Background: an optimization exercise with open tools, aiming at small area and a short achievable clock period. Do not read the settings as production practice.
RTL that was checked went through simulation tests only; none was proved equivalent to the original.

==> run a <==
Design le_fpu, start of the top module:
module le_fpu (
    input  wire        clk,
    input  wire        rst,         
    input  wire        in_valid,
    input  wire [31:0] in_insn,
    input  wire [31:0] in_a,        
    input  wire [31:0] in_b,        
    output reg         out_valid,
    output reg         out_fault,   
    output reg         out_wen,     
    output reg  [4:0]  out_rd,
    output reg  [31:0] out_data
);
Settings: LEC_CHECK=0, CAP_MARGIN=20, CORE_MARGIN=2, CORE_UTILIZATION=45, SLEW_MARGIN=20, SYNTH_HIERARCHICAL=1, SYNTH_MINIMUM_KEEP_SIZE=0; clock period 16.0 ns.
standard.sh (not shown) runs the stock make flow with config.mk's settings and CLKGATE_MAP_FILE= SYNTH_SCRIPT=/design/flow/synth_recipe.tcl, a recipe that flattens the netlist after the stock synthesis.
==> flow/flow/run.sh <==
#!/bin/bash
set -euo pipefail
export SETUP_SLACK_MARGIN=${SETUP_SLACK_MARGIN:-7}
export BUFFER_PORTS_ARGS="-buffer_cell sky130_fd_sc_hd__buf_2"
bash standard.sh > run.log 2>&1
==> inputs of run b, as changes to run a <==
==> flow/flow/run.sh (replaced) <==
#!/bin/bash
set -euo pipefail
export SETUP_SLACK_MARGIN=${SETUP_SLACK_MARGIN:-7.25}
export BUFFER_PORTS_ARGS="-buffer_cell sky130_fd_sc_hd__buf_2"
bash standard.sh > run.log 2>&1
==> metrics.yaml <==
status:
  status: "timing/DRC/antenna clean"
placed_design:
  gp_congestion: 0.9463
critical_path:
  cp.depth: 21
power_and_ir_drop:
  powerSeq_mw: 0.411
final_layout:
  seq_area_um2: 1698
timing:
  timing.fmax_ghz: 0.1102
# the run above: run a

==> metrics.yaml <==
power_and_ir_drop:
  powerSeq_mw: 0.414
  p_leak_nw: 14.02
  power_frac_comb: 0.889
critical_path:
  cp.depth: 36
  crit_type: "input port to flip-flop"
final_layout:
  seq_area_um2: 1703
status:
  status: "timing/DRC/antenna clean"
placed_design:
  gp_congestion: 0.9259
# the run above: run b

No run of this note included a check of the RTL's function; only the layout flow was run.

========
==> inputs of job 5870 <==
le_fpu, a different RTL version from the one above (not shown whole).
==> flow/config.mk <==
export PLATFORM = sky130hd
export DESIGN_NAME = le_fpu
export DESIGN_NICKNAME = le_fpu
export VERILOG_FILES = /design/flow/design.v
export SDC_FILE = /design/flow/constraint.sdc
export NUM_CORES = 4
export LEC_CHECK = 0
export CAP_MARGIN = 20
export CORE_MARGIN = 2
export CORE_UTILIZATION = 45
export SLEW_MARGIN = 20
export SYNTH_HIERARCHICAL = 1
export SYNTH_MINIMUM_KEEP_SIZE = 0
==> flow/constraint.sdc <==
create_clock -name core_clock -period 16.0 [get_ports {clk}]
set_input_delay 3.2000 -clock core_clock [delete_from_list [all_inputs] [get_ports {clk}]]
set_output_delay 3.2000 -clock core_clock [all_outputs]
set_load 0.01 [all_outputs]
==> flow/flow/run.sh <==
#!/bin/bash
set -euo pipefail
export SETUP_SLACK_MARGIN=${SETUP_SLACK_MARGIN:-7}
export BUFFER_PORTS_ARGS="-buffer_cell sky130_fd_sc_hd__buf_2"
bash standard.sh > run.log 2>&1
==> job 6165: changes against job 5870 <==
--- a/flow/design.v
+++ b/flow/design.v
@@ -2103,10 +2103,14 @@
         .cout(a_ge)
     );
     wire a_eq = (in_a[30:0] == in_b[30:0]);
     wire        sb_eff  = sb ^ f_sub;
     wire        eff_sub = sa ^ sb_eff;
+    wire        sel_a   = ~f_add | ~a_ge;
+    wire        z_sel   = sel_a ? a_zero : b_zero;
+    wire [22:0] f_sel   = sel_a ? fa : fb;
+    wire [31:0] s_in    = f_cif ? in_a : {1'b0, ~z_sel, f_sel & {23{~z_sel}}, 7'd0};
     wire [7:0]  d_ab, d_ba;
     wire        e_ge, e_le;                          
     le_fpu_add8 u_d_ab (
         .x   (ea),
         .y   (~eb),
@@ -2119,34 +2123,23 @@
         .y   (~ea),
         .cin (1'b1),
         .s   (d_ba),
         .cout(e_le)
     );
+    wire [7:0]  d_exp   = e_ge ? d_ab : d_ba;
     wire [8:0]  t_cvt   = (f_qfi ? 9'd126 : 9'd157) - {1'b0, ea};
     wire        cvt_sat = t_cvt[8];                      
-    wire [7:0]  sh_a    = f_add ? d_ba : (f_cif ? 8'd0 : t_cvt[7:0]);
-    wire [31:0] xa_in   = f_cif ? in_a : {1'b0, ~a_zero, fa & {23{~a_zero}}, 7'd0};
-    wire [31:0] xb_in   = {1'b0, ~b_zero, fb & {23{~b_zero}}, 7'd0};
-    wire [32:0] wa, wb;
-    wire        stka, stkb;
-    le_fpu_rshift u_rshift_a (
-        .x  (xa_in),
-        .sh (sh_a[4:0]),
-        .big(sh_a[7:5] != 3'd0),
-        .w  (wa),
-        .stk(stka)
-    );
-    le_fpu_rshift u_rshift_b (
-        .x  (xb_in),
-        .sh (d_ab[4:0]),
-        .big(d_ab[7:5] != 3'd0),
-        .w  (wb),
-        .stk(stkb)
-    );
-    wire        sel_a = ~f_add | ~a_ge;
-    wire [32:0] w     = sel_a ? wa : wb;
-    wire        stk   = sel_a ? stka : stkb;
+    wire [7:0]  sh_full = f_add ? d_exp : (f_cif ? 8'd0 : t_cvt[7:0]);
+    wire [32:0] w;
+    wire        stk;
+    le_fpu_rshift u_rshift (
+        .x  (s_in),
+        .sh (sh_full[4:0]),
+        .big(sh_full[7:5] != 3'd0),
+        .w  (w),
+        .stk(stk)
+    );
     wire        cfi_up = w[0] & (stk | w[1]);
     wire [31:0] x_add  = f_add ? {1'b0, 1'b1, (a_ge ? fa : fb), 7'd0}
                                : {31'd0, f_cfi & (sa ^ cfi_up)};
     wire [31:0] y_add  = {w[32:2], w[1] | (f_add & (w[0] | stk))};
     wire        inv    = f_add ? eff_sub : sa;
@@ -2297,45 +2290,40 @@
         .x   (nn[31:8]),
         .cin (up),
         .s   (m_r),
         .cout(cy)
     );
-    wire [7:0]  e0 = r_exp[7:0] - {3'd0, lz};
-    wire [7:0]  e1 = e0 + 8'd1;
+    wire signed [9:0] e0 = $signed(r_exp) - $signed({5'd0, lz});
+    wire [7:0]  e_out = cy ? (e0[7:0] + 8'd1) : e0[7:0];
     wire        ex_ge255 = ($signed(r_exp) >= 10'sd255);
     wire        ex_ge256 = ($signed(r_exp) >= 10'sd256);
     wire        ex_eq254 = (r_exp == 10'd254);
     wire        ex_eq255 = (r_exp == 10'd255);
     wire        top1 = r_mul ? mp[25] : r_val[31];
     wire        top2 = r_mul | r_val[30];
-    wire        ovf0 = top1 ? ex_ge255 : (top2 & ex_ge256);
-    wire        ovf1 = top1 ? (ex_ge255 | ex_eq254) : (top2 & (ex_ge256 | ex_eq255));
+    wire        ovf = top1 ? (ex_ge255 | (cy & ex_eq254))
+                    : (top2 & (ex_ge256 | (cy & ex_eq255)));
     wire        ex_neg = r_exp[9];
     wire        ex_big = ~r_exp[9] & (r_exp[8:5] != 4'd0);
-    wire        unf0 = ex_neg | (~ex_big & (r_exp[4:0] <= lz));
-    wire        unf1 = ex_neg | (~ex_big & (r_exp[4:0] < lz));
-    wire [7:0]  ef0  = ovf0 ? 8'hFF : (unf0 ? 8'h00 : e0);
-    wire [7:0]  ef1  = ovf1 ? 8'hFF : (unf1 ? 8'h00 : e1);
+    wire        unf = ex_neg | (~ex_big & (cy ? (r_exp[4:0] < lz) : (r_exp[4:0] <= lz)));
     wire        val_zero = (r_val == 32'd0);
-    wire        k_rnd  = r_rnd & ~val_zero;              
-    wire        k_cfi  = r_cfi & ~r_zero & ~r_sat;        
-    wire        k_pass = ~(r_rnd | r_cfi | r_nan | r_inf | r_zero | r_sat);
-    wire        k_one  = r_nan | r_inf;                   
-    wire        k_sat  = r_sat | (k_cfi & ~r_sign & r_val[31]);
-    wire        k_val  = (k_cfi & ~(~r_sign & r_val[31])) | k_pass;
     always @(*) begin
         out_valid = r_valid;
         out_fault = r_fault;
         out_wen   = r_wen;
         out_rd    = r_rd;
-        out_data[31]    = (~r_nan & ~(r_rnd & val_zero) & ~k_val & r_sign)
-                        | (k_val & r_val[31]);
-        out_data[30:23] = ({8{k_one}})
-                        | ({8{k_rnd}} & (cy ? ef1 : ef0))
-                        | ({8{k_sat & ~r_sign}})
-                        | ({8{k_val}} & r_val[30:23]);
-        out_data[22:0]  = ({r_nan, 22'd0})
-                        | ({23{k_rnd & ~(ovf0 | unf0)}} & m_r[22:0])
-                        | ({23{k_sat & ~r_sign}})
-                        | ({23{k_val}} & r_val[22:0]);
+        if (r_nan)
+            out_data = 32'h7FC0_0000;
+        else if (r_inf | (r_rnd & ovf))
+            out_data = {r_sign, 8'hFF, 23'd0};
+        else if (r_rnd & val_zero)
+            out_data = 32'd0;
+        else if (r_zero | (r_rnd & unf))
+            out_data = {r_sign, 31'd0};
+        else if (r_cfi)
+            out_data = (r_sat | (~r_sign & r_val[31])) ? {r_sign, {31{~r_sign}}} : r_val;
+        else if (r_rnd)
+            out_data = {r_sign, e_out, m_r[22:0]};
+        else
+            out_data = r_val;
     end
 endmodule
==> flow/flow/run.sh (replaced) <==
#!/bin/bash
set -euo pipefail
export SETUP_SLACK_MARGIN=${SETUP_SLACK_MARGIN:-6.5}
export BUFFER_PORTS_ARGS="-buffer_cell sky130_fd_sc_hd__buf_2"
bash standard.sh > run.log 2>&1
==> job 9994: changes against job 5870 <==
--- a/flow/design.v
+++ b/flow/design.v
@@ -2103,10 +2103,14 @@
         .cout(a_ge)
     );
     wire a_eq = (in_a[30:0] == in_b[30:0]);
     wire        sb_eff  = sb ^ f_sub;
     wire        eff_sub = sa ^ sb_eff;
+    wire        sel_a   = ~f_add | ~a_ge;
+    wire        z_sel   = sel_a ? a_zero : b_zero;
+    wire [22:0] f_sel   = sel_a ? fa : fb;
+    wire [31:0] s_in    = f_cif ? in_a : {1'b0, ~z_sel, f_sel & {23{~z_sel}}, 7'd0};
     wire [7:0]  d_ab, d_ba;
     wire        e_ge, e_le;                          
     le_fpu_add8 u_d_ab (
         .x   (ea),
         .y   (~eb),
@@ -2119,34 +2123,23 @@
         .y   (~ea),
         .cin (1'b1),
         .s   (d_ba),
         .cout(e_le)
     );
+    wire [7:0]  d_exp   = e_ge ? d_ab : d_ba;
     wire [8:0]  t_cvt   = (f_qfi ? 9'd126 : 9'd157) - {1'b0, ea};
     wire        cvt_sat = t_cvt[8];                      
-    wire [7:0]  sh_a    = f_add ? d_ba : (f_cif ? 8'd0 : t_cvt[7:0]);
-    wire [31:0] xa_in   = f_cif ? in_a : {1'b0, ~a_zero, fa & {23{~a_zero}}, 7'd0};
-    wire [31:0] xb_in   = {1'b0, ~b_zero, fb & {23{~b_zero}}, 7'd0};
-    wire [32:0] wa, wb;
-    wire        stka, stkb;
-    le_fpu_rshift u_rshift_a (
-        .x  (xa_in),
-        .sh (sh_a[4:0]),
-        .big(sh_a[7:5] != 3'd0),
-        .w  (wa),
-        .stk(stka)
+    wire [7:0]  sh_full = f_add ? d_exp : (f_cif ? 8'd0 : t_cvt[7:0]);
+    wire [32:0] w;
+    wire        stk;
+    le_fpu_rshift u_rshift (
+        .x  (s_in),
+        .sh (sh_full[4:0]),
+        .big(sh_full[7:5] != 3'd0),
+        .w  (w),
+        .stk(stk)
     );
-    le_fpu_rshift u_rshift_b (
-        .x  (xb_in),
-        .sh (d_ab[4:0]),
-        .big(d_ab[7:5] != 3'd0),
-        .w  (wb),
-        .stk(stkb)
-    );
-    wire        sel_a = ~f_add | ~a_ge;
-    wire [32:0] w     = sel_a ? wa : wb;
-    wire        stk   = sel_a ? stka : stkb;
     wire        cfi_up = w[0] & (stk | w[1]);
     wire [31:0] x_add  = f_add ? {1'b0, 1'b1, (a_ge ? fa : fb), 7'd0}
                                : {31'd0, f_cfi & (sa ^ cfi_up)};
     wire [31:0] y_add  = {w[32:2], w[1] | (f_add & (w[0] | stk))};
     wire        inv    = f_add ? eff_sub : sa;
==> flow/flow/run.sh (replaced) <==
#!/bin/bash
set -euo pipefail
export SETUP_SLACK_MARGIN=${SETUP_SLACK_MARGIN:-6.5}
export BUFFER_PORTS_ARGS="-buffer_cell sky130_fd_sc_hd__buf_2"
bash standard.sh > run.log 2>&1
- CORE_UTILIZATION: 45 -> 40
==> job 7291: changes against job 5870 <==
--- a/flow/design.v
+++ b/flow/design.v
@@ -2103,10 +2103,14 @@
         .cout(a_ge)
     );
     wire a_eq = (in_a[30:0] == in_b[30:0]);
     wire        sb_eff  = sb ^ f_sub;
     wire        eff_sub = sa ^ sb_eff;
+    wire        sel_a   = ~f_add | ~a_ge;
+    wire        z_sel   = sel_a ? a_zero : b_zero;
+    wire [22:0] f_sel   = sel_a ? fa : fb;
+    wire [31:0] s_in    = f_cif ? in_a : {1'b0, ~z_sel, f_sel & {23{~z_sel}}, 7'd0};
     wire [7:0]  d_ab, d_ba;
     wire        e_ge, e_le;                          
     le_fpu_add8 u_d_ab (
         .x   (ea),
         .y   (~eb),
@@ -2119,34 +2123,23 @@
         .y   (~ea),
         .cin (1'b1),
         .s   (d_ba),
         .cout(e_le)
     );
+    wire [7:0]  d_exp   = e_ge ? d_ab : d_ba;
     wire [8:0]  t_cvt   = (f_qfi ? 9'd126 : 9'd157) - {1'b0, ea};
     wire        cvt_sat = t_cvt[8];                      
-    wire [7:0]  sh_a    = f_add ? d_ba : (f_cif ? 8'd0 : t_cvt[7:0]);
-    wire [31:0] xa_in   = f_cif ? in_a : {1'b0, ~a_zero, fa & {23{~a_zero}}, 7'd0};
-    wire [31:0] xb_in   = {1'b0, ~b_zero, fb & {23{~b_zero}}, 7'd0};
-    wire [32:0] wa, wb;
-    wire        stka, stkb;
-    le_fpu_rshift u_rshift_a (
-        .x  (xa_in),
-        .sh (sh_a[4:0]),
-        .big(sh_a[7:5] != 3'd0),
-        .w  (wa),
-        .stk(stka)
+    wire [7:0]  sh_full = f_add ? d_exp : (f_cif ? 8'd0 : t_cvt[7:0]);
+    wire [32:0] w;
+    wire        stk;
+    le_fpu_rshift u_rshift (
+        .x  (s_in),
+        .sh (sh_full[4:0]),
+        .big(sh_full[7:5] != 3'd0),
+        .w  (w),
+        .stk(stk)
     );
-    le_fpu_rshift u_rshift_b (
-        .x  (xb_in),
-        .sh (d_ab[4:0]),
-        .big(d_ab[7:5] != 3'd0),
-        .w  (wb),
-        .stk(stkb)
-    );
-    wire        sel_a = ~f_add | ~a_ge;
-    wire [32:0] w     = sel_a ? wa : wb;
-    wire        stk   = sel_a ? stka : stkb;
     wire        cfi_up = w[0] & (stk | w[1]);
     wire [31:0] x_add  = f_add ? {1'b0, 1'b1, (a_ge ? fa : fb), 7'd0}
                                : {31'd0, f_cfi & (sa ^ cfi_up)};
     wire [31:0] y_add  = {w[32:2], w[1] | (f_add & (w[0] | stk))};
     wire        inv    = f_add ? eff_sub : sa;
==> comparison table <==
Result of the run: job 5870 timing/DRC/antenna clean; job 6165 timing/DRC/antenna clean; job 7291 timing/DRC/antenna clean; job 9994 timing/DRC/antenna clean
Tightest Pin Transition: job 5870 1100 ps; job 6165 979 ps; job 7291 1080 ps; job 9994 1050 ps
Terminating pin of the worst hold path: job 5870 r_rd[0]$_DFF_P_; job 6165 r_rd[0]$_DFF_P_; job 7291 r_rd[3]$_DFF_P_; job 9994 r_rd[4]$_DFF_P_
Global-route wire length before repair: job 5870 194000 µm; job 6165 172000 µm; job 7291 178000 µm; job 9994 178000 µm
WL met3: job 5870 12800 µm; job 6165 9870 µm; job 7291 13200 µm; job 9994 12600 µm
Global-route met2 utilization: job 5870 51.7%; job 6165 49.9%; job 7291 50.8%; job 9994 44.7%
Critical setup path kind: job 5870 input port to register; job 6165 register to output pin; job 7291 input port to register; job 9994 input port to register
Non-filler instance count after layout: job 5870 4924; job 6165 4525; job 7291 4514; job 9994 4572
Largest fanout on the critical path: job 5870 35; job 6165 22; job 7291 8; job 9994 10
Setup slack after layout: job 5870 6980 ps; job 6165 6540 ps; job 7291 6800 ps; job 9994 6530 ps
Die area: job 5870 0.0775 mm²; job 6165 0.0721 mm²; job 7291 0.0714 mm²; job 9994 0.0802 mm²
Initial core utilization: job 5870 45.5%; job 6165 45.7%; job 7291 45.4%; job 9994 40.3%
Total Routed Length: job 5870 129000 µm; job 6165 115000 µm; job 7291 122000 µm; job 9994 123000 µm
Placed Instances: job 5870 4833; job 6165 4440; job 7291 4365; job 9994 4481
Clock transition time at the flip-flop clock pins of the worst setup and hold paths: job 5870 60 ps; job 6165 70 ps; job 7291 70 ps; job 9994 80 ps
Critical Path Slowest Stage Cell: job 5870 sky130_fd_sc_hd__or4_1; job 6165 sky130_fd_sc_hd__dfxtp_1; job 7291 sky130_fd_sc_hd__fa_2; job 9994 sky130_fd_sc_hd__mux4_2
Synth Instances: job 5870 3815; job 6165 3474; job 7291 3400; job 9994 3400
Share of cell area taken by flip-flops and latches: job 5870 4.54%; job 6165 4.94%; job 7291 4.74%; job 9994 4.85%
Fin crit share: job 5870 56.4%; job 6165 59.1%; job 7291 57.5%; job 9994 59.2%
Function not checked in job 5870: the RTL went through the layout flow alone.

==> separate check: timing with driven ports <==
No port has a modelled driver above. Below, the same layouts with a new extraction and two added sets of constraints.
Step 1 (the two cells are an assumption about what drives the block):
set clk [get_ports {clk}]
set_driving_cell -lib_cell sky130_fd_sc_hd__clkbuf_16 $clk
set_driving_cell -lib_cell sky130_fd_sc_hd__buf_2 [delete_from_list [all_inputs] $clk]
Step 2 adds t to the input delays and takes it off the output delays; t is the mean of the earliest and latest rising clock arrival at the registers after step 1. Input paths then give back, and output paths get back, about the clock's delay inside the block.
Slacks: no drivers / after step 1 / after step 2; pairs: no drivers / after step 1.
run | shift t [ns] | slack for setup (ns) | latest minus earliest clock arrival (ns) | worst register clock-pin slew, ns | worst slew at a driven data input, ns
run a | 0.394 | 6.924 / 6.943 / 6.549 | 0.011 / 0.011 | 0.07 / 0.07 | 0.07
run b | 0.397 | 7.158 / 7.148 / 6.752 | 0.007 / 0.007 | 0.07 / 0.07 | 0.10
job 5870 | 0.389 | 6.984 / 6.853 / 6.464 | 0.007 / 0.007 | 0.06 / 0.06 | 0.22
job 6165 | 0.390 | 6.542 / 6.500 / 6.172 | 0.015 / 0.015 | 0.07 / 0.07 | 0.15
job 9994 | 0.430 | 6.534 / 6.564 / 6.134 | 0.020 / 0.021 | 0.08 / 0.08 | 0.06
job 7291 | 0.403 | 6.801 / 6.787 / 6.384 | 0.010 / 0.011 | 0.07 / 0.07 | 0.08
After both steps setup and hold are still met in every run listed. The setup slack of job 5870, which loses most, moves by -0.131 ns with the drivers and by -0.520 ns with both steps.
